This is an optimization exercise on Yosys and OpenROAD, whose aim is small area and few clock cycles per item, not a production implementation.
Function was not checked in any run shown here: the RTL went through the layout flow alone.

## flow/design.v (module list and top-level ports; edited modules follow where they fit)
// module pix_corr: 4964 lines
// module pc_fa: 4 lines
module pix_corr (
    input  wire        clk,
    input  wire        rst,
    input  wire        in_valid,
    output wire        in_ready,
    input  wire [17:0] in_pix,
    input  wire [2:0]  in_bcode,
    input  wire [17:0] in_offset,
    input  wire [17:0] in_gain,
    input  wire [17:0] in_ratio,
    input  wire [17:0] in_drift,
    input  wire [2:0]  in_wcode,
    output wire        out_valid,
    input  wire        out_ready,
    output wire [17:0] out_data,
    output wire        out_sat_lo,
    output wire        out_sat_hi
);
  // ...
==> flow/flow/run.sh <==
#!/bin/bash
# The standard layout (the standard.sh, unchanged synthesis and steps), with one
# difference: the port buffers that global placement inserts on every input and output
# are sky130_fd_sc_hd__buf_1 instead of the resizer's default pick.
set -euo pipefail
export BUFFER_PORTS_ARGS="-buffer_cell sky130_fd_sc_hd__buf_1"
bash standard.sh > standard.log 2>&1
==> flow/standard.sh <==
#!/bin/bash
# synth_recipe.tcl (not shown) runs the flow's synth.tcl, then flattens the netlist and writes it again
# the make line also repeats each setting of config.mk as NAME=value (left out here)
make -C /OpenROAD-flow-scripts/flow DESIGN_CONFIG=/design/flow/config.mk WORK_HOME=/design/flow/orfs CLKGATE_MAP_FILE= SYNTH_SCRIPT=/design/flow/synth_recipe.tcl "${@:-finish}"
==> flow/config.mk <==
export PLATFORM = sky130hd
export DESIGN_NAME = pix_corr
export DESIGN_NICKNAME = pix_corr
export VERILOG_FILES = /design/flow/design.v
export SDC_FILE = /design/flow/constraint.sdc
export NUM_CORES = 4
export LEC_CHECK = 0
export ABC_AREA = 1
export CAP_MARGIN = 20
export CORE_MARGIN = 2
export CORE_UTILIZATION = 40
export SLEW_MARGIN = 20
export SYNTH_HIERARCHICAL = 1
export SYNTH_MINIMUM_KEEP_SIZE = 0
==> flow/constraint.sdc <==
create_clock -name core_clock -period 10.0 [get_ports {clk}]
set_input_delay 2.0000 -clock core_clock [delete_from_list [all_inputs] [get_ports {clk}]]
set_output_delay 2.0000 -clock core_clock [all_outputs]
set_load 0.01 [all_outputs]
==> impl_metrics.py, run 1 <==
metrics = {
    "outcome": {
        "status": "complete, no violations",
    },
    "placement": {
        "dp_hpwl_um": 80700,
        "dp_cells": 4578,
        "placed_area_mm2": 0.0347,
    },
    "timing": {
        "slew_viol_final": 0,
        "fin_worst_hold_slack_ps": 436,
        "max_slew_margin": 0.292,
        "period_needed_ps": 9520,
        "layout_setup_ws_ps": 479,
        "finalHoldViolations": 0,
    },
    "grt": {
        "grt_antenna_before_repair": 0,
        "grt_pass1_vias": 29300,
        "top_usage_layer": "met2",
    },
    "die": {
        "io-pin-count": 122,
        "start_util": 0.403,
    },
    "clock_tree": {
        "cts.path.max_buffers": 2,
        "post_cts_buffers": 0,
        "root_buffer": "clkbuf_16",
        "numCtsBuffers": 17,
    },
    "layout": {
        "final_cells": 4648,
        "stdcell_area_mm2": 0.0358,
        "clock_area_frac": 0.0172,
        "multi_input_gates": 2802,
        "regMostFlops": "g1",
    },
    "critical_path": {
        "r2r_end": "hi2",
        "cp-endpoint": "out_data[6]",
        "cpMostUsedCell": "fa_1",
        "startpoint_type": "register",
        "r2r_slack_ps": 1820,
        "path_class": "register to primary output",
    },
    "drt": {
        "viasPerCell": 6.23,
        "met2_wirelength_um": 51400,
        "drt-total-wl_um": 111000,
        "wl_met3_um": 11900,
        "highest_layer": "met4",
    },
    "yosys": {
        "synth_flop_cell": "edfxtp_1",
        "synth_top_area_frac": 0.365,
        "synth_compound_area_frac": 0.181,
        "synthAdderAreaFrac": 0.417,
        "synth-xor-area-share": 0.102,
    },
}
==> run 2, diff against run 1 <==
--- a/flow/design.v
+++ b/flow/design.v
@@ -21,3 +21,3 @@
     wire [17:0] y_n;
-    wire [19:0] g31;
+    wire [19:0] tgn1;
     wire g2;
@@ -2784,22 +2784,22 @@
     assign h107 = h39 & h89;
-    assign g31[0] = h3;
-    assign g31[1] = h5 ^ g2;
-    assign g31[2] = h7 ^ g42;
-    assign g31[3] = h9 ^ g90;
-    assign g31[4] = h11 ^ g62;
-    assign g31[5] = h13 ^ g92;
-    assign g31[6] = h15 ^ g82;
-    assign g31[7] = h17 ^ g94;
-    assign g31[8] = h19 ^ g72;
-    assign g31[9] = h21 ^ g96;
-    assign g31[10] = h23 ^ g84;
-    assign g31[11] = h25 ^ g98;
-    assign g31[12] = h27 ^ g78;
-    assign g31[13] = h29 ^ g100;
-    assign g31[14] = h31 ^ g86;
-    assign g31[15] = h33 ^ g102;
-    assign g31[16] = h35 ^ g76;
-    assign g31[17] = h37 ^ g104;
-    assign g31[18] = h39 ^ g88;
-    assign g31[19] = h41 ^ g106;
+    assign tgn1[0] = h3;
+    assign tgn1[1] = h5 ^ g2;
+    assign tgn1[2] = h7 ^ g42;
+    assign tgn1[3] = h9 ^ g90;
+    assign tgn1[4] = h11 ^ g62;
+    assign tgn1[5] = h13 ^ g92;
+    assign tgn1[6] = h15 ^ g82;
+    assign tgn1[7] = h17 ^ g94;
+    assign tgn1[8] = h19 ^ g72;
+    assign tgn1[9] = h21 ^ g96;
+    assign tgn1[10] = h23 ^ g84;
+    assign tgn1[11] = h25 ^ g98;
+    assign tgn1[12] = h27 ^ g78;
+    assign tgn1[13] = h29 ^ g100;
+    assign tgn1[14] = h31 ^ g86;
+    assign tgn1[15] = h33 ^ g102;
+    assign tgn1[16] = h35 ^ g76;
+    assign tgn1[17] = h37 ^ g104;
+    assign tgn1[18] = h39 ^ g88;
+    assign tgn1[19] = h41 ^ g106;
     assign ds108 = ~in_ratio[1] & in_ratio[0];
@@ -2807,22 +2807,22 @@
     assign dh110 = in_ratio[1] & in_ratio[0];
-    assign p111 = (ds108 & in_gain[0]) | (dh110 & g31[0]);
-    assign p112 = (ds108 & in_gain[1]) | (dt109 & in_gain[0]) | (dh110 & g31[1]);
-    assign p113 = (ds108 & in_gain[2]) | (dt109 & in_gain[1]) | (dh110 & g31[2]);
-    assign p114 = (ds108 & in_gain[3]) | (dt109 & in_gain[2]) | (dh110 & g31[3]);
-    assign p115 = (ds108 & in_gain[4]) | (dt109 & in_gain[3]) | (dh110 & g31[4]);
-    assign p116 = (ds108 & in_gain[5]) | (dt109 & in_gain[4]) | (dh110 & g31[5]);
-    assign p117 = (ds108 & in_gain[6]) | (dt109 & in_gain[5]) | (dh110 & g31[6]);
-    assign p118 = (ds108 & in_gain[7]) | (dt109 & in_gain[6]) | (dh110 & g31[7]);
-    assign p119 = (ds108 & in_gain[8]) | (dt109 & in_gain[7]) | (dh110 & g31[8]);
-    assign p120 = (ds108 & in_gain[9]) | (dt109 & in_gain[8]) | (dh110 & g31[9]);
-    assign p121 = (ds108 & in_gain[10]) | (dt109 & in_gain[9]) | (dh110 & g31[10]);
-    assign p122 = (ds108 & in_gain[11]) | (dt109 & in_gain[10]) | (dh110 & g31[11]);
-    assign p123 = (ds108 & in_gain[12]) | (dt109 & in_gain[11]) | (dh110 & g31[12]);
-    assign p124 = (ds108 & in_gain[13]) | (dt109 & in_gain[12]) | (dh110 & g31[13]);
-    assign p125 = (ds108 & in_gain[14]) | (dt109 & in_gain[13]) | (dh110 & g31[14]);
-    assign p126 = (ds108 & in_gain[15]) | (dt109 & in_gain[14]) | (dh110 & g31[15]);
-    assign p127 = (ds108 & in_gain[16]) | (dt109 & in_gain[15]) | (dh110 & g31[16]);
-    assign p128 = (ds108 & in_gain[17]) | (dt109 & in_gain[16]) | (dh110 & g31[17]);
-    assign p129 = (dt109 & in_gain[17]) | (dh110 & g31[18]);
-    assign p130 = (dh110 & g31[19]);
+    assign p111 = (ds108 & in_gain[0]) | (dh110 & tgn1[0]);
+    assign p112 = (ds108 & in_gain[1]) | (dt109 & in_gain[0]) | (dh110 & tgn1[1]);
+    assign p113 = (ds108 & in_gain[2]) | (dt109 & in_gain[1]) | (dh110 & tgn1[2]);
+    assign p114 = (ds108 & in_gain[3]) | (dt109 & in_gain[2]) | (dh110 & tgn1[3]);
+    assign p115 = (ds108 & in_gain[4]) | (dt109 & in_gain[3]) | (dh110 & tgn1[4]);
+    assign p116 = (ds108 & in_gain[5]) | (dt109 & in_gain[4]) | (dh110 & tgn1[5]);
+    assign p117 = (ds108 & in_gain[6]) | (dt109 & in_gain[5]) | (dh110 & tgn1[6]);
+    assign p118 = (ds108 & in_gain[7]) | (dt109 & in_gain[6]) | (dh110 & tgn1[7]);
+    assign p119 = (ds108 & in_gain[8]) | (dt109 & in_gain[7]) | (dh110 & tgn1[8]);
+    assign p120 = (ds108 & in_gain[9]) | (dt109 & in_gain[8]) | (dh110 & tgn1[9]);
+    assign p121 = (ds108 & in_gain[10]) | (dt109 & in_gain[9]) | (dh110 & tgn1[10]);
+    assign p122 = (ds108 & in_gain[11]) | (dt109 & in_gain[10]) | (dh110 & tgn1[11]);
+    assign p123 = (ds108 & in_gain[12]) | (dt109 & in_gain[11]) | (dh110 & tgn1[12]);
+    assign p124 = (ds108 & in_gain[13]) | (dt109 & in_gain[12]) | (dh110 & tgn1[13]);
+    assign p125 = (ds108 & in_gain[14]) | (dt109 & in_gain[13]) | (dh110 & tgn1[14]);
+    assign p126 = (ds108 & in_gain[15]) | (dt109 & in_gain[14]) | (dh110 & tgn1[15]);
+    assign p127 = (ds108 & in_gain[16]) | (dt109 & in_gain[15]) | (dh110 & tgn1[16]);
+    assign p128 = (ds108 & in_gain[17]) | (dt109 & in_gain[16]) | (dh110 & tgn1[17]);
+    assign p129 = (dt109 & in_gain[17]) | (dh110 & tgn1[18]);
+    assign p130 = (dh110 & tgn1[19]);
     assign ds131 = ~in_ratio[3] & in_ratio[2];
@@ -2830,22 +2830,22 @@
     assign dh133 = in_ratio[3] & in_ratio[2];
-    assign p134 = (ds131 & in_gain[0]) | (dh133 & g31[0]);
-    assign p135 = (ds131 & in_gain[1]) | (dt132 & in_gain[0]) | (dh133 & g31[1]);
-    assign p136 = (ds131 & in_gain[2]) | (dt132 & in_gain[1]) | (dh133 & g31[2]);
-    assign p137 = (ds131 & in_gain[3]) | (dt132 & in_gain[2]) | (dh133 & g31[3]);
-    assign p138 = (ds131 & in_gain[4]) | (dt132 & in_gain[3]) | (dh133 & g31[4]);
-    assign p139 = (ds131 & in_gain[5]) | (dt132 & in_gain[4]) | (dh133 & g31[5]);
-    assign p140 = (ds131 & in_gain[6]) | (dt132 & in_gain[5]) | (dh133 & g31[6]);
-    assign p141 = (ds131 & in_gain[7]) | (dt132 & in_gain[6]) | (dh133 & g31[7]);
-    assign p142 = (ds131 & in_gain[8]) | (dt132 & in_gain[7]) | (dh133 & g31[8]);
-    assign p143 = (ds131 & in_gain[9]) | (dt132 & in_gain[8]) | (dh133 & g31[9]);
-    assign p144 = (ds131 & in_gain[10]) | (dt132 & in_gain[9]) | (dh133 & g31[10]);
-    assign p145 = (ds131 & in_gain[11]) | (dt132 & in_gain[10]) | (dh133 & g31[11]);
-    assign p146 = (ds131 & in_gain[12]) | (dt132 & in_gain[11]) | (dh133 & g31[12]);
-    assign p147 = (ds131 & in_gain[13]) | (dt132 & in_gain[12]) | (dh133 & g31[13]);
-    assign p148 = (ds131 & in_gain[14]) | (dt132 & in_gain[13]) | (dh133 & g31[14]);
-    assign p149 = (ds131 & in_gain[15]) | (dt132 & in_gain[14]) | (dh133 & g31[15]);
-    assign p150 = (ds131 & in_gain[16]) | (dt132 & in_gain[15]) | (dh133 & g31[16]);
-    assign p151 = (ds131 & in_gain[17]) | (dt132 & in_gain[16]) | (dh133 & g31[17]);
-    assign p152 = (dt132 & in_gain[17]) | (dh133 & g31[18]);
-    assign p153 = (dh133 & g31[19]);
+    assign p134 = (ds131 & in_gain[0]) | (dh133 & tgn1[0]);
+    assign p135 = (ds131 & in_gain[1]) | (dt132 & in_gain[0]) | (dh133 & tgn1[1]);
+    assign p136 = (ds131 & in_gain[2]) | (dt132 & in_gain[1]) | (dh133 & tgn1[2]);
+    assign p137 = (ds131 & in_gain[3]) | (dt132 & in_gain[2]) | (dh133 & tgn1[3]);
+    assign p138 = (ds131 & in_gain[4]) | (dt132 & in_gain[3]) | (dh133 & tgn1[4]);
+    assign p139 = (ds131 & in_gain[5]) | (dt132 & in_gain[4]) | (dh133 & tgn1[5]);
+    assign p140 = (ds131 & in_gain[6]) | (dt132 & in_gain[5]) | (dh133 & tgn1[6]);
+    assign p141 = (ds131 & in_gain[7]) | (dt132 & in_gain[6]) | (dh133 & tgn1[7]);
+    assign p142 = (ds131 & in_gain[8]) | (dt132 & in_gain[7]) | (dh133 & tgn1[8]);
+    assign p143 = (ds131 & in_gain[9]) | (dt132 & in_gain[8]) | (dh133 & tgn1[9]);
+    assign p144 = (ds131 & in_gain[10]) | (dt132 & in_gain[9]) | (dh133 & tgn1[10]);
+    assign p145 = (ds131 & in_gain[11]) | (dt132 & in_gain[10]) | (dh133 & tgn1[11]);
+    assign p146 = (ds131 & in_gain[12]) | (dt132 & in_gain[11]) | (dh133 & tgn1[12]);
+    assign p147 = (ds131 & in_gain[13]) | (dt132 & in_gain[12]) | (dh133 & tgn1[13]);
+    assign p148 = (ds131 & in_gain[14]) | (dt132 & in_gain[13]) | (dh133 & tgn1[14]);
+    assign p149 = (ds131 & in_gain[15]) | (dt132 & in_gain[14]) | (dh133 & tgn1[15]);
+    assign p150 = (ds131 & in_gain[16]) | (dt132 & in_gain[15]) | (dh133 & tgn1[16]);
+    assign p151 = (ds131 & in_gain[17]) | (dt132 & in_gain[16]) | (dh133 & tgn1[17]);
+    assign p152 = (dt132 & in_gain[17]) | (dh133 & tgn1[18]);
+    assign p153 = (dh133 & tgn1[19]);
     assign ds154 = ~in_ratio[5] & in_ratio[4];
@@ -2853,22 +2853,22 @@
     assign dh156 = in_ratio[5] & in_ratio[4];
-    assign p157 = (ds154 & in_gain[0]) | (dh156 & g31[0]);
-    assign p158 = (ds154 & in_gain[1]) | (dt155 & in_gain[0]) | (dh156 & g31[1]);
-    assign p159 = (ds154 & in_gain[2]) | (dt155 & in_gain[1]) | (dh156 & g31[2]);
-    assign p160 = (ds154 & in_gain[3]) | (dt155 & in_gain[2]) | (dh156 & g31[3]);
-    assign p161 = (ds154 & in_gain[4]) | (dt155 & in_gain[3]) | (dh156 & g31[4]);
-    assign p162 = (ds154 & in_gain[5]) | (dt155 & in_gain[4]) | (dh156 & g31[5]);
-    assign p163 = (ds154 & in_gain[6]) | (dt155 & in_gain[5]) | (dh156 & g31[6]);
-    assign p164 = (ds154 & in_gain[7]) | (dt155 & in_gain[6]) | (dh156 & g31[7]);
-    assign p165 = (ds154 & in_gain[8]) | (dt155 & in_gain[7]) | (dh156 & g31[8]);
-    assign p166 = (ds154 & in_gain[9]) | (dt155 & in_gain[8]) | (dh156 & g31[9]);
-    assign p167 = (ds154 & in_gain[10]) | (dt155 & in_gain[9]) | (dh156 & g31[10]);
-    assign p168 = (ds154 & in_gain[11]) | (dt155 & in_gain[10]) | (dh156 & g31[11]);
-    assign p169 = (ds154 & in_gain[12]) | (dt155 & in_gain[11]) | (dh156 & g31[12]);
-    assign p170 = (ds154 & in_gain[13]) | (dt155 & in_gain[12]) | (dh156 & g31[13]);
-    assign p171 = (ds154 & in_gain[14]) | (dt155 & in_gain[13]) | (dh156 & g31[14]);
-    assign p172 = (ds154 & in_gain[15]) | (dt155 & in_gain[14]) | (dh156 & g31[15]);
-    assign p173 = (ds154 & in_gain[16]) | (dt155 & in_gain[15]) | (dh156 & g31[16]);
-    assign p174 = (ds154 & in_gain[17]) | (dt155 & in_gain[16]) | (dh156 & g31[17]);
-    assign p175 = (dt155 & in_gain[17]) | (dh156 & g31[18]);
-    assign p176 = (dh156 & g31[19]);
+    assign p157 = (ds154 & in_gain[0]) | (dh156 & tgn1[0]);
+    assign p158 = (ds154 & in_gain[1]) | (dt155 & in_gain[0]) | (dh156 & tgn1[1]);
+    assign p159 = (ds154 & in_gain[2]) | (dt155 & in_gain[1]) | (dh156 & tgn1[2]);
+    assign p160 = (ds154 & in_gain[3]) | (dt155 & in_gain[2]) | (dh156 & tgn1[3]);
+    assign p161 = (ds154 & in_gain[4]) | (dt155 & in_gain[3]) | (dh156 & tgn1[4]);
+    assign p162 = (ds154 & in_gain[5]) | (dt155 & in_gain[4]) | (dh156 & tgn1[5]);
+    assign p163 = (ds154 & in_gain[6]) | (dt155 & in_gain[5]) | (dh156 & tgn1[6]);
+    assign p164 = (ds154 & in_gain[7]) | (dt155 & in_gain[6]) | (dh156 & tgn1[7]);
+    assign p165 = (ds154 & in_gain[8]) | (dt155 & in_gain[7]) | (dh156 & tgn1[8]);
+    assign p166 = (ds154 & in_gain[9]) | (dt155 & in_gain[8]) | (dh156 & tgn1[9]);
+    assign p167 = (ds154 & in_gain[10]) | (dt155 & in_gain[9]) | (dh156 & tgn1[10]);
+    assign p168 = (ds154 & in_gain[11]) | (dt155 & in_gain[10]) | (dh156 & tgn1[11]);
+    assign p169 = (ds154 & in_gain[12]) | (dt155 & in_gain[11]) | (dh156 & tgn1[12]);
+    assign p170 = (ds154 & in_gain[13]) | (dt155 & in_gain[12]) | (dh156 & tgn1[13]);
+    assign p171 = (ds154 & in_gain[14]) | (dt155 & in_gain[13]) | (dh156 & tgn1[14]);
+    assign p172 = (ds154 & in_gain[15]) | (dt155 & in_gain[14]) | (dh156 & tgn1[15]);
+    assign p173 = (ds154 & in_gain[16]) | (dt155 & in_gain[15]) | (dh156 & tgn1[16]);
+    assign p174 = (ds154 & in_gain[17]) | (dt155 & in_gain[16]) | (dh156 & tgn1[17]);
+    assign p175 = (dt155 & in_gain[17]) | (dh156 & tgn1[18]);
+    assign p176 = (dh156 & tgn1[19]);
     assign ds177 = ~in_ratio[7] & in_ratio[6];
@@ -2876,22 +2876,22 @@
     assign dh179 = in_ratio[7] & in_ratio[6];
-    assign p180 = (ds177 & in_gain[0]) | (dh179 & g31[0]);
-    assign p181 = (ds177 & in_gain[1]) | (dt178 & in_gain[0]) | (dh179 & g31[1]);
-    assign p182 = (ds177 & in_gain[2]) | (dt178 & in_gain[1]) | (dh179 & g31[2]);
-    assign p183 = (ds177 & in_gain[3]) | (dt178 & in_gain[2]) | (dh179 & g31[3]);
-    assign p184 = (ds177 & in_gain[4]) | (dt178 & in_gain[3]) | (dh179 & g31[4]);
-    assign p185 = (ds177 & in_gain[5]) | (dt178 & in_gain[4]) | (dh179 & g31[5]);
-    assign p186 = (ds177 & in_gain[6]) | (dt178 & in_gain[5]) | (dh179 & g31[6]);
-    assign p187 = (ds177 & in_gain[7]) | (dt178 & in_gain[6]) | (dh179 & g31[7]);
-    assign p188 = (ds177 & in_gain[8]) | (dt178 & in_gain[7]) | (dh179 & g31[8]);
-    assign p189 = (ds177 & in_gain[9]) | (dt178 & in_gain[8]) | (dh179 & g31[9]);
-    assign p190 = (ds177 & in_gain[10]) | (dt178 & in_gain[9]) | (dh179 & g31[10]);
-    assign p191 = (ds177 & in_gain[11]) | (dt178 & in_gain[10]) | (dh179 & g31[11]);
-    assign p192 = (ds177 & in_gain[12]) | (dt178 & in_gain[11]) | (dh179 & g31[12]);
-    assign p193 = (ds177 & in_gain[13]) | (dt178 & in_gain[12]) | (dh179 & g31[13]);
-    assign p194 = (ds177 & in_gain[14]) | (dt178 & in_gain[13]) | (dh179 & g31[14]);
-    assign p195 = (ds177 & in_gain[15]) | (dt178 & in_gain[14]) | (dh179 & g31[15]);
-    assign p196 = (ds177 & in_gain[16]) | (dt178 & in_gain[15]) | (dh179 & g31[16]);
-    assign p197 = (ds177 & in_gain[17]) | (dt178 & in_gain[16]) | (dh179 & g31[17]);
-    assign p198 = (dt178 & in_gain[17]) | (dh179 & g31[18]);
-    assign p199 = (dh179 & g31[19]);
+    assign p180 = (ds177 & in_gain[0]) | (dh179 & tgn1[0]);
+    assign p181 = (ds177 & in_gain[1]) | (dt178 & in_gain[0]) | (dh179 & tgn1[1]);
+    assign p182 = (ds177 & in_gain[2]) | (dt178 & in_gain[1]) | (dh179 & tgn1[2]);
+    assign p183 = (ds177 & in_gain[3]) | (dt178 & in_gain[2]) | (dh179 & tgn1[3]);
+    assign p184 = (ds177 & in_gain[4]) | (dt178 & in_gain[3]) | (dh179 & tgn1[4]);
+    assign p185 = (ds177 & in_gain[5]) | (dt178 & in_gain[4]) | (dh179 & tgn1[5]);
+    assign p186 = (ds177 & in_gain[6]) | (dt178 & in_gain[5]) | (dh179 & tgn1[6]);
+    assign p187 = (ds177 & in_gain[7]) | (dt178 & in_gain[6]) | (dh179 & tgn1[7]);
+    assign p188 = (ds177 & in_gain[8]) | (dt178 & in_gain[7]) | (dh179 & tgn1[8]);
+    assign p189 = (ds177 & in_gain[9]) | (dt178 & in_gain[8]) | (dh179 & tgn1[9]);
+    assign p190 = (ds177 & in_gain[10]) | (dt178 & in_gain[9]) | (dh179 & tgn1[10]);
+    assign p191 = (ds177 & in_gain[11]) | (dt178 & in_gain[10]) | (dh179 & tgn1[11]);
+    assign p192 = (ds177 & in_gain[12]) | (dt178 & in_gain[11]) | (dh179 & tgn1[12]);
+    assign p193 = (ds177 & in_gain[13]) | (dt178 & in_gain[12]) | (dh179 & tgn1[13]);
+    assign p194 = (ds177 & in_gain[14]) | (dt178 & in_gain[13]) | (dh179 & tgn1[14]);
+    assign p195 = (ds177 & in_gain[15]) | (dt178 & in_gain[14]) | (dh179 & tgn1[15]);
+    assign p196 = (ds177 & in_gain[16]) | (dt178 & in_gain[15]) | (dh179 & tgn1[16]);
+    assign p197 = (ds177 & in_gain[17]) | (dt178 & in_gain[16]) | (dh179 & tgn1[17]);
+    assign p198 = (dt178 & in_gain[17]) | (dh179 & tgn1[18]);
+    assign p199 = (dh179 & tgn1[19]);
     assign ds200 = ~in_ratio[9] & in_ratio[8];
@@ -2899,22 +2899,22 @@
     assign dh202 = in_ratio[9] & in_ratio[8];
-    assign p203 = (ds200 & in_gain[0]) | (dh202 & g31[0]);
-    assign p204 = (ds200 & in_gain[1]) | (dt201 & in_gain[0]) | (dh202 & g31[1]);
-    assign p205 = (ds200 & in_gain[2]) | (dt201 & in_gain[1]) | (dh202 & g31[2]);
-    assign p206 = (ds200 & in_gain[3]) | (dt201 & in_gain[2]) | (dh202 & g31[3]);
-    assign p207 = (ds200 & in_gain[4]) | (dt201 & in_gain[3]) | (dh202 & g31[4]);
-    assign p208 = (ds200 & in_gain[5]) | (dt201 & in_gain[4]) | (dh202 & g31[5]);
-    assign p209 = (ds200 & in_gain[6]) | (dt201 & in_gain[5]) | (dh202 & g31[6]);
-    assign p210 = (ds200 & in_gain[7]) | (dt201 & in_gain[6]) | (dh202 & g31[7]);
-    assign p211 = (ds200 & in_gain[8]) | (dt201 & in_gain[7]) | (dh202 & g31[8]);
-    assign p212 = (ds200 & in_gain[9]) | (dt201 & in_gain[8]) | (dh202 & g31[9]);
-    assign p213 = (ds200 & in_gain[10]) | (dt201 & in_gain[9]) | (dh202 & g31[10]);
-    assign p214 = (ds200 & in_gain[11]) | (dt201 & in_gain[10]) | (dh202 & g31[11]);
-    assign p215 = (ds200 & in_gain[12]) | (dt201 & in_gain[11]) | (dh202 & g31[12]);
-    assign p216 = (ds200 & in_gain[13]) | (dt201 & in_gain[12]) | (dh202 & g31[13]);
-    assign p217 = (ds200 & in_gain[14]) | (dt201 & in_gain[13]) | (dh202 & g31[14]);
-    assign p218 = (ds200 & in_gain[15]) | (dt201 & in_gain[14]) | (dh202 & g31[15]);
-    assign p219 = (ds200 & in_gain[16]) | (dt201 & in_gain[15]) | (dh202 & g31[16]);
-    assign p220 = (ds200 & in_gain[17]) | (dt201 & in_gain[16]) | (dh202 & g31[17]);
-    assign p221 = (dt201 & in_gain[17]) | (dh202 & g31[18]);
-    assign p222 = (dh202 & g31[19]);
+    assign p203 = (ds200 & in_gain[0]) | (dh202 & tgn1[0]);
+    assign p204 = (ds200 & in_gain[1]) | (dt201 & in_gain[0]) | (dh202 & tgn1[1]);
+    assign p205 = (ds200 & in_gain[2]) | (dt201 & in_gain[1]) | (dh202 & tgn1[2]);
+    assign p206 = (ds200 & in_gain[3]) | (dt201 & in_gain[2]) | (dh202 & tgn1[3]);
+    assign p207 = (ds200 & in_gain[4]) | (dt201 & in_gain[3]) | (dh202 & tgn1[4]);
+    assign p208 = (ds200 & in_gain[5]) | (dt201 & in_gain[4]) | (dh202 & tgn1[5]);
+    assign p209 = (ds200 & in_gain[6]) | (dt201 & in_gain[5]) | (dh202 & tgn1[6]);
+    assign p210 = (ds200 & in_gain[7]) | (dt201 & in_gain[6]) | (dh202 & tgn1[7]);
+    assign p211 = (ds200 & in_gain[8]) | (dt201 & in_gain[7]) | (dh202 & tgn1[8]);
+    assign p212 = (ds200 & in_gain[9]) | (dt201 & in_gain[8]) | (dh202 & tgn1[9]);
+    assign p213 = (ds200 & in_gain[10]) | (dt201 & in_gain[9]) | (dh202 & tgn1[10]);
+    assign p214 = (ds200 & in_gain[11]) | (dt201 & in_gain[10]) | (dh202 & tgn1[11]);
+    assign p215 = (ds200 & in_gain[12]) | (dt201 & in_gain[11]) | (dh202 & tgn1[12]);
+    assign p216 = (ds200 & in_gain[13]) | (dt201 & in_gain[12]) | (dh202 & tgn1[13]);
+    assign p217 = (ds200 & in_gain[14]) | (dt201 & in_gain[13]) | (dh202 & tgn1[14]);
+    assign p218 = (ds200 & in_gain[15]) | (dt201 & in_gain[14]) | (dh202 & tgn1[15]);
+    assign p219 = (ds200 & in_gain[16]) | (dt201 & in_gain[15]) | (dh202 & tgn1[16]);
+    assign p220 = (ds200 & in_gain[17]) | (dt201 & in_gain[16]) | (dh202 & tgn1[17]);
+    assign p221 = (dt201 & in_gain[17]) | (dh202 & tgn1[18]);
+    assign p222 = (dh202 & tgn1[19]);
     assign ds223 = ~in_ratio[11] & in_ratio[10];
@@ -2922,22 +2922,22 @@
     assign dh225 = in_ratio[11] & in_ratio[10];
-    assign p226 = (ds223 & in_gain[0]) | (dh225 & g31[0]);
-    assign p227 = (ds223 & in_gain[1]) | (dt224 & in_gain[0]) | (dh225 & g31[1]);
-    assign p228 = (ds223 & in_gain[2]) | (dt224 & in_gain[1]) | (dh225 & g31[2]);
-    assign p229 = (ds223 & in_gain[3]) | (dt224 & in_gain[2]) | (dh225 & g31[3]);
-    assign p230 = (ds223 & in_gain[4]) | (dt224 & in_gain[3]) | (dh225 & g31[4]);
-    assign p231 = (ds223 & in_gain[5]) | (dt224 & in_gain[4]) | (dh225 & g31[5]);
-    assign p232 = (ds223 & in_gain[6]) | (dt224 & in_gain[5]) | (dh225 & g31[6]);
-    assign p233 = (ds223 & in_gain[7]) | (dt224 & in_gain[6]) | (dh225 & g31[7]);
-    assign p234 = (ds223 & in_gain[8]) | (dt224 & in_gain[7]) | (dh225 & g31[8]);
-    assign p235 = (ds223 & in_gain[9]) | (dt224 & in_gain[8]) | (dh225 & g31[9]);
-    assign p236 = (ds223 & in_gain[10]) | (dt224 & in_gain[9]) | (dh225 & g31[10]);
-    assign p237 = (ds223 & in_gain[11]) | (dt224 & in_gain[10]) | (dh225 & g31[11]);
-    assign p238 = (ds223 & in_gain[12]) | (dt224 & in_gain[11]) | (dh225 & g31[12]);
-    assign p239 = (ds223 & in_gain[13]) | (dt224 & in_gain[12]) | (dh225 & g31[13]);
-    assign p240 = (ds223 & in_gain[14]) | (dt224 & in_gain[13]) | (dh225 & g31[14]);
-    assign p241 = (ds223 & in_gain[15]) | (dt224 & in_gain[14]) | (dh225 & g31[15]);
-    assign p242 = (ds223 & in_gain[16]) | (dt224 & in_gain[15]) | (dh225 & g31[16]);
-    assign p243 = (ds223 & in_gain[17]) | (dt224 & in_gain[16]) | (dh225 & g31[17]);
-    assign p244 = (dt224 & in_gain[17]) | (dh225 & g31[18]);
-    assign p245 = (dh225 & g31[19]);
+    assign p226 = (ds223 & in_gain[0]) | (dh225 & tgn1[0]);
+    assign p227 = (ds223 & in_gain[1]) | (dt224 & in_gain[0]) | (dh225 & tgn1[1]);
+    assign p228 = (ds223 & in_gain[2]) | (dt224 & in_gain[1]) | (dh225 & tgn1[2]);
+    assign p229 = (ds223 & in_gain[3]) | (dt224 & in_gain[2]) | (dh225 & tgn1[3]);
+    assign p230 = (ds223 & in_gain[4]) | (dt224 & in_gain[3]) | (dh225 & tgn1[4]);
+    assign p231 = (ds223 & in_gain[5]) | (dt224 & in_gain[4]) | (dh225 & tgn1[5]);
+    assign p232 = (ds223 & in_gain[6]) | (dt224 & in_gain[5]) | (dh225 & tgn1[6]);
+    assign p233 = (ds223 & in_gain[7]) | (dt224 & in_gain[6]) | (dh225 & tgn1[7]);
+    assign p234 = (ds223 & in_gain[8]) | (dt224 & in_gain[7]) | (dh225 & tgn1[8]);
+    assign p235 = (ds223 & in_gain[9]) | (dt224 & in_gain[8]) | (dh225 & tgn1[9]);
+    assign p236 = (ds223 & in_gain[10]) | (dt224 & in_gain[9]) | (dh225 & tgn1[10]);
+    assign p237 = (ds223 & in_gain[11]) | (dt224 & in_gain[10]) | (dh225 & tgn1[11]);
+    assign p238 = (ds223 & in_gain[12]) | (dt224 & in_gain[11]) | (dh225 & tgn1[12]);
+    assign p239 = (ds223 & in_gain[13]) | (dt224 & in_gain[12]) | (dh225 & tgn1[13]);
+    assign p240 = (ds223 & in_gain[14]) | (dt224 & in_gain[13]) | (dh225 & tgn1[14]);
+    assign p241 = (ds223 & in_gain[15]) | (dt224 & in_gain[14]) | (dh225 & tgn1[15]);
+    assign p242 = (ds223 & in_gain[16]) | (dt224 & in_gain[15]) | (dh225 & tgn1[16]);
+    assign p243 = (ds223 & in_gain[17]) | (dt224 & in_gain[16]) | (dh225 & tgn1[17]);
+    assign p244 = (dt224 & in_gain[17]) | (dh225 & tgn1[18]);
+    assign p245 = (dh225 & tgn1[19]);
     assign ds246 = ~in_ratio[13] & in_ratio[12];
@@ -2945,22 +2945,22 @@
     assign dh248 = in_ratio[13] & in_ratio[12];
-    assign p249 = (ds246 & in_gain[0]) | (dh248 & g31[0]);
-    assign p250 = (ds246 & in_gain[1]) | (dt247 & in_gain[0]) | (dh248 & g31[1]);
-    assign p251 = (ds246 & in_gain[2]) | (dt247 & in_gain[1]) | (dh248 & g31[2]);
-    assign p252 = (ds246 & in_gain[3]) | (dt247 & in_gain[2]) | (dh248 & g31[3]);
-    assign p253 = (ds246 & in_gain[4]) | (dt247 & in_gain[3]) | (dh248 & g31[4]);
-    assign p254 = (ds246 & in_gain[5]) | (dt247 & in_gain[4]) | (dh248 & g31[5]);
-    assign p255 = (ds246 & in_gain[6]) | (dt247 & in_gain[5]) | (dh248 & g31[6]);
-    assign p256 = (ds246 & in_gain[7]) | (dt247 & in_gain[6]) | (dh248 & g31[7]);
-    assign p257 = (ds246 & in_gain[8]) | (dt247 & in_gain[7]) | (dh248 & g31[8]);
-    assign p258 = (ds246 & in_gain[9]) | (dt247 & in_gain[8]) | (dh248 & g31[9]);
-    assign p259 = (ds246 & in_gain[10]) | (dt247 & in_gain[9]) | (dh248 & g31[10]);
-    assign p260 = (ds246 & in_gain[11]) | (dt247 & in_gain[10]) | (dh248 & g31[11]);
-    assign p261 = (ds246 & in_gain[12]) | (dt247 & in_gain[11]) | (dh248 & g31[12]);
-    assign p262 = (ds246 & in_gain[13]) | (dt247 & in_gain[12]) | (dh248 & g31[13]);
-    assign p263 = (ds246 & in_gain[14]) | (dt247 & in_gain[13]) | (dh248 & g31[14]);
-    assign p264 = (ds246 & in_gain[15]) | (dt247 & in_gain[14]) | (dh248 & g31[15]);
-    assign p265 = (ds246 & in_gain[16]) | (dt247 & in_gain[15]) | (dh248 & g31[16]);
-    assign p266 = (ds246 & in_gain[17]) | (dt247 & in_gain[16]) | (dh248 & g31[17]);
-    assign p267 = (dt247 & in_gain[17]) | (dh248 & g31[18]);
-    assign p268 = (dh248 & g31[19]);
+    assign p249 = (ds246 & in_gain[0]) | (dh248 & tgn1[0]);
+    assign p250 = (ds246 & in_gain[1]) | (dt247 & in_gain[0]) | (dh248 & tgn1[1]);
+    assign p251 = (ds246 & in_gain[2]) | (dt247 & in_gain[1]) | (dh248 & tgn1[2]);
+    assign p252 = (ds246 & in_gain[3]) | (dt247 & in_gain[2]) | (dh248 & tgn1[3]);
+    assign p253 = (ds246 & in_gain[4]) | (dt247 & in_gain[3]) | (dh248 & tgn1[4]);
+    assign p254 = (ds246 & in_gain[5]) | (dt247 & in_gain[4]) | (dh248 & tgn1[5]);
+    assign p255 = (ds246 & in_gain[6]) | (dt247 & in_gain[5]) | (dh248 & tgn1[6]);
+    assign p256 = (ds246 & in_gain[7]) | (dt247 & in_gain[6]) | (dh248 & tgn1[7]);
+    assign p257 = (ds246 & in_gain[8]) | (dt247 & in_gain[7]) | (dh248 & tgn1[8]);
+    assign p258 = (ds246 & in_gain[9]) | (dt247 & in_gain[8]) | (dh248 & tgn1[9]);
+    assign p259 = (ds246 & in_gain[10]) | (dt247 & in_gain[9]) | (dh248 & tgn1[10]);
+    assign p260 = (ds246 & in_gain[11]) | (dt247 & in_gain[10]) | (dh248 & tgn1[11]);
+    assign p261 = (ds246 & in_gain[12]) | (dt247 & in_gain[11]) | (dh248 & tgn1[12]);
+    assign p262 = (ds246 & in_gain[13]) | (dt247 & in_gain[12]) | (dh248 & tgn1[13]);
+    assign p263 = (ds246 & in_gain[14]) | (dt247 & in_gain[13]) | (dh248 & tgn1[14]);
+    assign p264 = (ds246 & in_gain[15]) | (dt247 & in_gain[14]) | (dh248 & tgn1[15]);
+    assign p265 = (ds246 & in_gain[16]) | (dt247 & in_gain[15]) | (dh248 & tgn1[16]);
+    assign p266 = (ds246 & in_gain[17]) | (dt247 & in_gain[16]) | (dh248 & tgn1[17]);
+    assign p267 = (dt247 & in_gain[17]) | (dh248 & tgn1[18]);
+    assign p268 = (dh248 & tgn1[19]);
     assign ds269 = ~in_ratio[15] & in_ratio[14];
@@ -2968,22 +2968,22 @@
     assign dh271 = in_ratio[15] & in_ratio[14];
-    assign p272 = (ds269 & in_gain[0]) | (dh271 & g31[0]);
-    assign p273 = (ds269 & in_gain[1]) | (dt270 & in_gain[0]) | (dh271 & g31[1]);
-    assign p274 = (ds269 & in_gain[2]) | (dt270 & in_gain[1]) | (dh271 & g31[2]);
-    assign p275 = (ds269 & in_gain[3]) | (dt270 & in_gain[2]) | (dh271 & g31[3]);
-    assign p276 = (ds269 & in_gain[4]) | (dt270 & in_gain[3]) | (dh271 & g31[4]);
-    assign p277 = (ds269 & in_gain[5]) | (dt270 & in_gain[4]) | (dh271 & g31[5]);
-    assign p278 = (ds269 & in_gain[6]) | (dt270 & in_gain[5]) | (dh271 & g31[6]);
-    assign p279 = (ds269 & in_gain[7]) | (dt270 & in_gain[6]) | (dh271 & g31[7]);
-    assign p280 = (ds269 & in_gain[8]) | (dt270 & in_gain[7]) | (dh271 & g31[8]);
-    assign p281 = (ds269 & in_gain[9]) | (dt270 & in_gain[8]) | (dh271 & g31[9]);
-    assign p282 = (ds269 & in_gain[10]) | (dt270 & in_gain[9]) | (dh271 & g31[10]);
-    assign p283 = (ds269 & in_gain[11]) | (dt270 & in_gain[10]) | (dh271 & g31[11]);
-    assign p284 = (ds269 & in_gain[12]) | (dt270 & in_gain[11]) | (dh271 & g31[12]);
-    assign p285 = (ds269 & in_gain[13]) | (dt270 & in_gain[12]) | (dh271 & g31[13]);
-    assign p286 = (ds269 & in_gain[14]) | (dt270 & in_gain[13]) | (dh271 & g31[14]);
-    assign p287 = (ds269 & in_gain[15]) | (dt270 & in_gain[14]) | (dh271 & g31[15]);
-    assign p288 = (ds269 & in_gain[16]) | (dt270 & in_gain[15]) | (dh271 & g31[16]);
-    assign p289 = (ds269 & in_gain[17]) | (dt270 & in_gain[16]) | (dh271 & g31[17]);
-    assign p290 = (dt270 & in_gain[17]) | (dh271 & g31[18]);
-    assign p291 = (dh271 & g31[19]);
+    assign p272 = (ds269 & in_gain[0]) | (dh271 & tgn1[0]);
+    assign p273 = (ds269 & in_gain[1]) | (dt270 & in_gain[0]) | (dh271 & tgn1[1]);
+    assign p274 = (ds269 & in_gain[2]) | (dt270 & in_gain[1]) | (dh271 & tgn1[2]);
+    assign p275 = (ds269 & in_gain[3]) | (dt270 & in_gain[2]) | (dh271 & tgn1[3]);
+    assign p276 = (ds269 & in_gain[4]) | (dt270 & in_gain[3]) | (dh271 & tgn1[4]);
+    assign p277 = (ds269 & in_gain[5]) | (dt270 & in_gain[4]) | (dh271 & tgn1[5]);
+    assign p278 = (ds269 & in_gain[6]) | (dt270 & in_gain[5]) | (dh271 & tgn1[6]);
+    assign p279 = (ds269 & in_gain[7]) | (dt270 & in_gain[6]) | (dh271 & tgn1[7]);
+    assign p280 = (ds269 & in_gain[8]) | (dt270 & in_gain[7]) | (dh271 & tgn1[8]);
+    assign p281 = (ds269 & in_gain[9]) | (dt270 & in_gain[8]) | (dh271 & tgn1[9]);
+    assign p282 = (ds269 & in_gain[10]) | (dt270 & in_gain[9]) | (dh271 & tgn1[10]);
+    assign p283 = (ds269 & in_gain[11]) | (dt270 & in_gain[10]) | (dh271 & tgn1[11]);
+    assign p284 = (ds269 & in_gain[12]) | (dt270 & in_gain[11]) | (dh271 & tgn1[12]);
+    assign p285 = (ds269 & in_gain[13]) | (dt270 & in_gain[12]) | (dh271 & tgn1[13]);
+    assign p286 = (ds269 & in_gain[14]) | (dt270 & in_gain[13]) | (dh271 & tgn1[14]);
+    assign p287 = (ds269 & in_gain[15]) | (dt270 & in_gain[14]) | (dh271 & tgn1[15]);
+    assign p288 = (ds269 & in_gain[16]) | (dt270 & in_gain[15]) | (dh271 & tgn1[16]);
+    assign p289 = (ds269 & in_gain[17]) | (dt270 & in_gain[16]) | (dh271 & tgn1[17]);
+    assign p290 = (dt270 & in_gain[17]) | (dh271 & tgn1[18]);
+    assign p291 = (dh271 & tgn1[19]);
     assign ds292 = ~in_ratio[17] & in_ratio[16];
@@ -2991,22 +2991,22 @@
     assign dh294 = in_ratio[17] & in_ratio[16];
-    assign p295 = (ds292 & in_gain[0]) | (dh294 & g31[0]);
-    assign p296 = (ds292 & in_gain[1]) | (dt293 & in_gain[0]) | (dh294 & g31[1]);
-    assign p297 = (ds292 & in_gain[2]) | (dt293 & in_gain[1]) | (dh294 & g31[2]);
-    assign p298 = (ds292 & in_gain[3]) | (dt293 & in_gain[2]) | (dh294 & g31[3]);
-    assign p299 = (ds292 & in_gain[4]) | (dt293 & in_gain[3]) | (dh294 & g31[4]);
-    assign p300 = (ds292 & in_gain[5]) | (dt293 & in_gain[4]) | (dh294 & g31[5]);
-    assign p301 = (ds292 & in_gain[6]) | (dt293 & in_gain[5]) | (dh294 & g31[6]);
-    assign p302 = (ds292 & in_gain[7]) | (dt293 & in_gain[6]) | (dh294 & g31[7]);
-    assign p303 = (ds292 & in_gain[8]) | (dt293 & in_gain[7]) | (dh294 & g31[8]);
-    assign p304 = (ds292 & in_gain[9]) | (dt293 & in_gain[8]) | (dh294 & g31[9]);
-    assign p305 = (ds292 & in_gain[10]) | (dt293 & in_gain[9]) | (dh294 & g31[10]);
-    assign p306 = (ds292 & in_gain[11]) | (dt293 & in_gain[10]) | (dh294 & g31[11]);
-    assign p307 = (ds292 & in_gain[12]) | (dt293 & in_gain[11]) | (dh294 & g31[12]);
-    assign p308 = (ds292 & in_gain[13]) | (dt293 & in_gain[12]) | (dh294 & g31[13]);
-    assign p309 = (ds292 & in_gain[14]) | (dt293 & in_gain[13]) | (dh294 & g31[14]);
-    assign p310 = (ds292 & in_gain[15]) | (dt293 & in_gain[14]) | (dh294 & g31[15]);
-    assign p311 = (ds292 & in_gain[16]) | (dt293 & in_gain[15]) | (dh294 & g31[16]);
-    assign p312 = (ds292 & in_gain[17]) | (dt293 & in_gain[16]) | (dh294 & g31[17]);
-    assign p313 = (dt293 & in_gain[17]) | (dh294 & g31[18]);
-    assign p314 = (dh294 & g31[19]);
+    assign p295 = (ds292 & in_gain[0]) | (dh294 & tgn1[0]);
+    assign p296 = (ds292 & in_gain[1]) | (dt293 & in_gain[0]) | (dh294 & tgn1[1]);
+    assign p297 = (ds292 & in_gain[2]) | (dt293 & in_gain[1]) | (dh294 & tgn1[2]);
+    assign p298 = (ds292 & in_gain[3]) | (dt293 & in_gain[2]) | (dh294 & tgn1[3]);
+    assign p299 = (ds292 & in_gain[4]) | (dt293 & in_gain[3]) | (dh294 & tgn1[4]);
+    assign p300 = (ds292 & in_gain[5]) | (dt293 & in_gain[4]) | (dh294 & tgn1[5]);
+    assign p301 = (ds292 & in_gain[6]) | (dt293 & in_gain[5]) | (dh294 & tgn1[6]);
+    assign p302 = (ds292 & in_gain[7]) | (dt293 & in_gain[6]) | (dh294 & tgn1[7]);
+    assign p303 = (ds292 & in_gain[8]) | (dt293 & in_gain[7]) | (dh294 & tgn1[8]);
+    assign p304 = (ds292 & in_gain[9]) | (dt293 & in_gain[8]) | (dh294 & tgn1[9]);
+    assign p305 = (ds292 & in_gain[10]) | (dt293 & in_gain[9]) | (dh294 & tgn1[10]);
+    assign p306 = (ds292 & in_gain[11]) | (dt293 & in_gain[10]) | (dh294 & tgn1[11]);
+    assign p307 = (ds292 & in_gain[12]) | (dt293 & in_gain[11]) | (dh294 & tgn1[12]);
+    assign p308 = (ds292 & in_gain[13]) | (dt293 & in_gain[12]) | (dh294 & tgn1[13]);
+    assign p309 = (ds292 & in_gain[14]) | (dt293 & in_gain[13]) | (dh294 & tgn1[14]);
+    assign p310 = (ds292 & in_gain[15]) | (dt293 & in_gain[14]) | (dh294 & tgn1[15]);
+    assign p311 = (ds292 & in_gain[16]) | (dt293 & in_gain[15]) | (dh294 & tgn1[16]);
+    assign p312 = (ds292 & in_gain[17]) | (dt293 & in_gain[16]) | (dh294 & tgn1[17]);
+    assign p313 = (dt293 & in_gain[17]) | (dh294 & tgn1[18]);
+    assign p314 = (dh294 & tgn1[19]);
     pc_fa u316 (.a(p115), .b(p136), .c(p157), .s(s315), .co(c316));
@@ -3019,3 +3019,4 @@
     pc_fa u330 (.a(p182), .b(p203), .c(c324), .s(s329), .co(c330));
-    pc_fa u332 (.a(s327), .b(c326), .c(s329), .s(s331), .co(c332));
+    assign s331 = s327 ^ c326;
+    assign c332 = s327 & c326;
     pc_fa u334 (.a(p120), .b(p141), .c(p162), .s(s333), .co(c334));
@@ -3147,3 +3148,4 @@
     pc_fa u564 (.a(p290), .b(p311), .c(c560), .s(s563), .co(c564));
-    pc_fa u566 (.a(p291), .b(p312), .c(c564), .s(s565), .co(c566));
+    assign s565 = p291 ^ p312;
+    assign c566 = p291 & p312;
     assign gg567[0] = p111 ^ 1'b0;
@@ -3164,4 +3166,4 @@
     assign gg567[7] = s578;
-    assign g580 = s331 & 1'b0;
-    assign h581 = s331 ^ 1'b0;
+    assign g580 = s329 & s331;
+    assign h581 = s329 ^ s331;
     assign g582 = c332 & s337;
@@ -3214,4 +3216,4 @@
     assign h629 = c562 ^ s563;
-    assign g630 = s565 & 1'b0;
-    assign h631 = s565 ^ 1'b0;
+    assign g630 = c564 & s565;
+    assign h631 = c564 ^ s565;
     assign g632 = p313 & c566;
@@ -3400,3 +3402,3 @@
     assign bo760 = d1[18] ^ d1[17];
-    assign bt761 = ~d1[19] & d1[18] & d1[17];
+    assign bt761 = 1'b0;
     assign p762 = ((bo734 & (~g1[0]))) ^ bn733;
@@ -3795,3 +3797,4 @@
     pc_fa u1170 (.a(c1160), .b(s1165), .c(s1167), .s(s1169), .co(c1170));
-    pc_fa u1172 (.a(c1162), .b(s1169), .c(c1164), .s(s1171), .co(c1172));
+    assign s1171 = c1162 ^ s1169;
+    assign c1172 = c1162 & s1169;
     pc_fa u1174 (.a(p771), .b(p807), .c(p843), .s(s1173), .co(c1174));
@@ -3799,4 +3802,3 @@
     pc_fa u1178 (.a(c1168), .b(s1173), .c(c1170), .s(s1177), .co(c1178));
-    assign s1179 = s1175 ^ s1177;
-    assign c1180 = s1175 & s1177;
+    pc_fa u1180 (.a(s1175), .b(c1172), .c(s1177), .s(s1179), .co(c1180));
     pc_fa u1182 (.a(bn748), .b(p772), .c(p808), .s(s1181), .co(c1182));
@@ -3816,3 +3818,4 @@
     pc_fa u1210 (.a(c1196), .b(s1205), .c(s1207), .s(s1209), .co(c1210));
-    pc_fa u1212 (.a(c1198), .b(s1209), .c(c1200), .s(s1211), .co(c1212));
+    assign s1211 = c1198 ^ s1209;
+    assign c1212 = c1198 & s1209;
     pc_fa u1214 (.a(p775), .b(p811), .c(p847), .s(s1213), .co(c1214));
@@ -3822,4 +3825,3 @@
     pc_fa u1222 (.a(c1208), .b(s1217), .c(s1219), .s(s1221), .co(c1222));
-    assign s1223 = c1210 ^ s1221;
-    assign c1224 = c1210 & s1221;
+    pc_fa u1224 (.a(c1210), .b(c1212), .c(s1221), .s(s1223), .co(c1224));
     pc_fa u1226 (.a(bn754), .b(p776), .c(p812), .s(s1225), .co(c1226));
@@ -3837,3 +3839,4 @@
     pc_fa u1250 (.a(s1245), .b(c1234), .c(s1247), .s(s1249), .co(c1250));
-    pc_fa u1252 (.a(c1236), .b(s1249), .c(c1238), .s(s1251), .co(c1252));
+    assign s1251 = c1236 ^ s1249;
+    assign c1252 = c1236 & s1249;
     pc_fa u1254 (.a(bn757), .b(p778), .c(p814), .s(s1253), .co(c1254));
@@ -3845,4 +3848,3 @@
     pc_fa u1266 (.a(s1261), .b(c1248), .c(s1263), .s(s1265), .co(c1266));
-    assign s1267 = c1250 ^ s1265;
-    assign c1268 = c1250 & s1265;
+    pc_fa u1268 (.a(c1250), .b(s1265), .c(c1252), .s(s1267), .co(c1268));
     pc_fa u1270 (.a(p779), .b(p815), .c(p851), .s(s1269), .co(c1270));
@@ -3854,3 +3856,4 @@
     pc_fa u1282 (.a(s1277), .b(c1264), .c(s1279), .s(s1281), .co(c1282));
-    pc_fa u1284 (.a(c1266), .b(s1281), .c(c1268), .s(s1283), .co(c1284));
+    assign s1283 = c1266 ^ s1281;
+    assign c1284 = c1266 & s1281;
     pc_fa u1286 (.a(p780), .b(p816), .c(p852), .s(s1285), .co(c1286));
@@ -3977,3 +3980,4 @@
     pc_fa u1526 (.a(c1506), .b(s1521), .c(s1523), .s(s1525), .co(c1526));
-    pc_fa u1528 (.a(c1508), .b(s1525), .c(c1510), .s(s1527), .co(c1528));
+    assign s1527 = c1508 ^ s1525;
+    assign c1528 = c1508 & s1525;
     pc_fa u1530 (.a(p795), .b(p831), .c(p867), .s(s1529), .co(c1530));
@@ -3996,3 +4000,4 @@
     pc_fa u1562 (.a(s1557), .b(c1542), .c(s1559), .s(s1561), .co(c1562));
-    pc_fa u1564 (.a(c1544), .b(s1561), .c(c1546), .s(s1563), .co(c1564));
+    assign s1563 = c1544 ^ s1561;
+    assign c1564 = c1544 & s1561;
     pc_fa u1566 (.a(p797), .b(p833), .c(p869), .s(s1565), .co(c1566));
@@ -4015,3 +4020,4 @@
     pc_fa u1598 (.a(s1593), .b(c1578), .c(s1595), .s(s1597), .co(c1598));
-    pc_fa u1600 (.a(c1580), .b(s1597), .c(c1582), .s(s1599), .co(c1600));
+    assign s1599 = c1580 ^ s1597;
+    assign c1600 = c1580 & s1597;
     assign s1601 = ~(q799 ^ p835);
@@ -4035,3 +4041,4 @@
     pc_fa u1634 (.a(c1614), .b(s1629), .c(s1631), .s(s1633), .co(c1634));
-    pc_fa u1636 (.a(c1616), .b(s1633), .c(c1618), .s(s1635), .co(c1636));
+    assign s1635 = c1616 ^ s1633;
+    assign c1636 = c1616 & s1633;
     pc_fa u1638 (.a(q837), .b(p873), .c(p909), .s(s1637), .co(c1638));
@@ -4052,3 +4059,4 @@
     pc_fa u1666 (.a(s1661), .b(c1648), .c(s1663), .s(s1665), .co(c1666));
-    pc_fa u1668 (.a(c1650), .b(s1665), .c(c1652), .s(s1667), .co(c1668));
+    assign s1667 = c1650 ^ s1665;
+    assign c1668 = c1650 & s1665;
     pc_fa u1670 (.a(q875), .b(p911), .c(p947), .s(s1669), .co(c1670));
@@ -4132,5 +4140,5 @@
     assign ee1781[7] = 1'b0;
-    assign k1790 = (s1171 & 1'b0) | (s1171 & k1789) | (1'b0 & k1789);
+    assign k1790 = (c1164 & s1171) | (c1164 & k1789) | (s1171 & k1789);
     assign ee1781[8] = 1'b0;
-    assign k1791 = (c1172 & s1179) | (c1172 & k1790) | (s1179 & k1790);
+    assign k1791 = (s1179 & 1'b0) | (s1179 & k1790) | (1'b0 & k1790);
     assign ee1781[9] = 1'b0;
@@ -4140,5 +4148,5 @@
     assign ee1781[11] = 1'b0;
-    assign k1794 = (s1211 & 1'b0) | (s1211 & k1793) | (1'b0 & k1793);
+    assign k1794 = (c1200 & s1211) | (c1200 & k1793) | (s1211 & k1793);
     assign ee1781[12] = 1'b0;
-    assign k1795 = (c1212 & s1223) | (c1212 & k1794) | (s1223 & k1794);
+    assign k1795 = (s1223 & 1'b0) | (s1223 & k1794) | (1'b0 & k1794);
     assign ee1781[13] = 1'b0;
@@ -4146,7 +4154,7 @@
     assign ee1781[14] = 1'b0;
-    assign k1797 = (s1251 & 1'b0) | (s1251 & k1796) | (1'b0 & k1796);
+    assign k1797 = (c1238 & s1251) | (c1238 & k1796) | (s1251 & k1796);
     assign ee1781[15] = 1'b0;
-    assign k1798 = (c1252 & s1267) | (c1252 & k1797) | (s1267 & k1797);
+    assign k1798 = (s1267 & 1'b0) | (s1267 & k1797) | (1'b0 & k1797);
     assign ee1781[16] = 1'b0;
-    assign k1799 = (s1283 & 1'b0) | (s1283 & k1798) | (1'b0 & k1798);
+    assign k1799 = (c1268 & s1283) | (c1268 & k1798) | (s1283 & k1798);
     assign ee1781[17] = 1'b0;
@@ -4180,20 +4188,20 @@
     assign h1821 = s1509 ^ 1'b0;
-    assign g1822 = s1527 & 1'b0;
-    assign h1823 = s1527 ^ 1'b0;
+    assign g1822 = c1510 & s1527;
+    assign h1823 = c1510 ^ s1527;
     assign g1824 = c1528 & s1545;
     assign h1825 = c1528 ^ s1545;
-    assign g1826 = s1563 & 1'b0;
-    assign h1827 = s1563 ^ 1'b0;
+    assign g1826 = c1546 & s1563;
+    assign h1827 = c1546 ^ s1563;
     assign g1828 = c1564 & s1581;
     assign h1829 = c1564 ^ s1581;
-    assign g1830 = s1599 & 1'b0;
-    assign h1831 = s1599 ^ 1'b0;
+    assign g1830 = c1582 & s1599;
+    assign h1831 = c1582 ^ s1599;
     assign g1832 = c1600 & s1617;
     assign h1833 = c1600 ^ s1617;
-    assign g1834 = s1635 & 1'b0;
-    assign h1835 = s1635 ^ 1'b0;
+    assign g1834 = c1618 & s1635;
+    assign h1835 = c1618 ^ s1635;
     assign g1836 = c1636 & s1651;
     assign h1837 = c1636 ^ s1651;
-    assign g1838 = s1667 & 1'b0;
-    assign h1839 = s1667 ^ 1'b0;
+    assign g1838 = c1652 & s1667;
+    assign h1839 = c1652 ^ s1667;
     assign g1840 = c1668 & s1681;
@@ -4678,3 +4686,4 @@
     pc_fa u2318 (.a(c2302), .b(s2313), .c(s2315), .s(s2317), .co(c2318));
-    pc_fa u2320 (.a(c2304), .b(s2317), .c(c2306), .s(s2319), .co(c2320));
+    assign s2319 = c2304 ^ s2317;
+    assign c2320 = c2304 & s2317;
     pc_fa u2322 (.a(p2042), .b(p2063), .c(p2084), .s(s2321), .co(c2322));
@@ -4693,3 +4702,4 @@
     pc_fa u2348 (.a(s2341), .b(s2343), .c(c2332), .s(s2347), .co(c2348));
-    pc_fa u2350 (.a(s2345), .b(s2347), .c(c2334), .s(s2349), .co(c2350));
+    assign s2349 = s2345 ^ s2347;
+    assign c2350 = s2345 & s2347;
     pc_fa u2352 (.a(p2044), .b(p2065), .c(p2086), .s(s2351), .co(c2352));
@@ -4797,8 +4807,8 @@
     assign h2513 = s2305 ^ 1'b0;
-    assign g2514 = s2319 & 1'b0;
-    assign h2515 = s2319 ^ 1'b0;
+    assign g2514 = c2306 & s2319;
+    assign h2515 = c2306 ^ s2319;
     assign g2516 = c2320 & s2333;
     assign h2517 = c2320 ^ s2333;
-    assign g2518 = s2349 & 1'b0;
-    assign h2519 = s2349 ^ 1'b0;
+    assign g2518 = c2334 & s2349;
+    assign h2519 = c2334 ^ s2349;
     assign g2520 = c2350 & s2365;
--- a/flow/config.mk
+++ b/flow/config.mk
@@ -11,2 +11,3 @@
 export CORE_UTILIZATION = 40
+export CTS_BUF_LIST = sky130_fd_sc_hd__clkbuf_8
 export SLEW_MARGIN = 20
==> run 2 against run 1 <==
Compared with the run above:
- still clean on timing, DRC and antenna
- die area down 0.18%
- first-iteration DRC count down 14%
- global-route usage up 0.21 points
- final cell count down 0.24%
- count of clock-buffer cells in the layout down 1
- setup slack better by 38 ps
- critical path depth down 2
- design area down 1.6%
- critical endpoint is now out_data[2]
==> impl_metrics.py, run 2 <==
metrics = {
    "yosys": {
        "yosysMostFrequentCell": "nand2_1",
        "synth_mux_area_frac": 0,
        "synthTopCellsByCount": "617 x nand2_1, 597 x fa_1, 355 x xor2_1, 354 x o22ai_1, 304 x o221ai_1",
        "netlist_top_cells_area": "fa_1 36%, edfxtp_1 12%, xor2_1 9.4%",
        "synth_flop_cell": "edfxtp_1",
        "synth-simple-area-share": 0.110,
        "synth_warnings": 7,
        "synth_compound_area_frac": 0.173,
        "synth_edf_count": 136,
        "synthAdderAreaFrac": 0.419,
        "synth_cell_types": 51,
        "netlist_instances": 3548,
        "synth_top_area_frac": 0.363,
        "synth.cell_area_mm2": 0.0329,
        "avgSynthCellArea_um2": 9.28,
        "synth-xor-area-share": 0.102,
        "yosysTopAreaCell": "fa_1",
        "ys_seq_area_frac": 0.125,
        "synth_top_family_by_area": "adder cells",
        "ys_seq_elements": 138,
        "async_reset_ff_frac": 0,
    },
    "placement": {
        "dp_hpwl_um": 80900,
        "gp_congestion": 0.966,
        "dp_cells": 4600,
        "io_buffers": 121,
    },
    "critical_path": {
        "startpoint_type": "register",
        "cpMostUsedCell": "fa_1",
        "worstPathRequired_ps": 8000,
        "endpoint_kind": "primary output",
        "crit_slowest_cell": "fa_1",
        "cp_max_fo": 19,
        "r2r_slack_ps": 2030,
        "path_class": "register to primary output",
        "critPathArrivalTime_ps": 7480,
        "max_stage_delay_ps": 510,
    },
    "drt": {
        "vias": 28600,
        "drt-total-wl_um": 111000,
        "ant_nets": 0,
        "route.detailed.drc": 0,
        "wl_per_cell_um": 23.8,
        "dr.pass1.iters": 8,
        "drtIter0Drc": 3115,
        "viasPerCell": 6.16,
    },
    "layout": {
        "top_regs": "g1 x36, q3r x20, d1 x19",
        "fillCellCount": 8139,
        "final_cells": 4637,
        "layout_common_cells": "606 x nand2_1, 597 x fa_1, 355 x xor2_1",
        "nets": 4397,
        "drive_above_1_share": 0.0626,
        "final_common_cell": "nand2_1",
        "syn_to_final_growth_pct": 6.94,
        "regMostFlops": "g1",
        "largest_reg_flops": 36,
    },
    "grt": {
        "grt_util_all_layers": 0.264,
        "top_usage_layer": "met2",
        "overflow": 0,
        "grt_start_max_net_pins": 57,
        "met2_usage": 0.425,
        "grtUsageMet1": 0.340,
        "grt_antenna_before_repair": 1,
        "grt_pass1_vias": 29700,
        "grt_pass1_wl_um": 174000,
        "met3_usage": 0.0514,
    },
    "timing": {
        "slew_viol_final": 0,
        "period_needed_ps": 9480,
        "max_slew_margin": 0.203,
        "setup_tns_ps": 0,
        "setup_viol_count_final": 0,
        "fmax_ghz": 0.105,
        "skew_ps": 24.3,
        "post-route-period-util": 0.948,
        "rsz0062_at_grt": "false",
        "finalHoldViolations": 0,
        "tightest_slew_ps": 1190,
    },
    "die": {
        "rows": 105,
        "io-pin-count": 122,
        "start_util": 0.402,
        "fp.dieW_um": 291,
        "die_area_mm2": 0.0846,
        "core_area_mm2": 0.0818,
        "die_y_um": 291,
    },
    "clock_tree": {
        "root_buffer": "clkbuf_8",
        "cts_hold_buffers": 0,
        "path_clk_slew_ps": 90,
        "tritoncts": "yes",
        "numCtsBuffers": 17,
        "htreeDepth": 4,
        "clock-sinks": 138,
        "clk_latency_ps": 580,
        "cts.path.max_buffers": 2,
    },
    "worst_hold_path": {
        "hold_path.class": "register to register",
    },
    "outcome": {
        "status": "complete, no violations",
    },
    "flow_run": {
        "maxCapViolations": 0,
    },
}
==> run 2: layer usage <==
metal  part of all wire  wire (um)
met3              0.089       9890
met4              0.050       5480
met5                  0          0
met2               0.47      51800
met1               0.39      43400
==> run 2: cells by family (layout without fill, tap and decap cells) <==
logic type                 after synthesis  in the layout
other                                    1              4
and+or+nand+nor                        880            880
adders and majority gates              745            745
xor gates and xnor gates               382            382
AOI/OAI and AO/OA                      798            798
DFF                                    138            138
buffers and inverters                  604            620
==> run 2: through the flow <==
stage	hold slack [ps]	util	setup slack (ps)	instance area (um2)
finish	429	0.430	517	35200
global route	453	0.430	28.3	35200
CTS	435	0.429	4.73	35100
detailed placement	410	0.424	75.5	34700
global placement	406	0.424	166	34700
floorplan	400	-	773	32900
==> run 2: cell type report <==
type                            count  area [um2]  area share
Inverter                          336        1270      0.0362
Clock inverter                     15         163     0.00462
Timing Repair Buffer              252        1440      0.0408
Sequential cell                   138        4120       0.117
Clock buffer                       17         234     0.00665
Tap cell                         1070        1340      0.0380
Antenna cell                        2        5.00    0.000142
Multi-Input combinational cell   2807       26600       0.756
==> run 2: worst paths after layout <==
path / from / endpoint / cells past startpoint
max reg2reg: q1[1] / q3r[18] / 18
min: w1[2] / w2[2] / 0
min reg2reg: w1[2] / w2[2] / 0
max: lo2 / out_data[2] / 28
==> run 2: per-module statistics from Yosys (local to each module, per instance) <==
module | cells inside | copies in the design
pix_corr | 2990 | 1
pc_fa | 1 | 558
==> run 2: worst max-delay path: cells and delay by family (launching register included) <==
kind | cells | cell delay (ps)
DFF | 1 | 440
adders and majority gates | 7 | 2780
and+or+nand+nor | 11 | 1520
AOI/OAI and AO/OA | 6 | 1440
xor gates and xnor gates | 1 | 110
buffers and inverters | 3 | 630
==> run 2: timing repair <==
item	in CTS	in global routing
pin swaps	0	1
setup endpoints to repair	4	20
buffers inserted	0	3
gates resized for setup	5	17

## afterwards: timing with drivers on the ports
The flow's constraints put no driver on any port. The routed layouts listed below were extracted and timed again, unchanged, in two steps.
Step 1, drivers: a clkbuf_16 drives clk and a buf_2 each remaining input, both assumed.
Step 2 moves the port delays by t, midway between the first and last clock arrival at a register: inputs arrive t later, outputs are due t later. That takes back most of the time a late clock gives input paths.
Three values: ideal ports, drivers, drivers and shift; two values: the first two.
run	t (ns)	slack for setup (ns)	clock arrival spread, ns	cell pins on the clock port's net
run 1	0.554	0.479 / 0.408 / 0.062	0.018 / 0.018	1
run 2	0.619	0.517 / 0.461 / 0.113	0.026 / 0.026	1
After both steps every run listed still meets setup and hold. For run 1, which loses most, drivers alone change the setup slack by -0.071 ns; drivers and shift together by -0.417 ns.
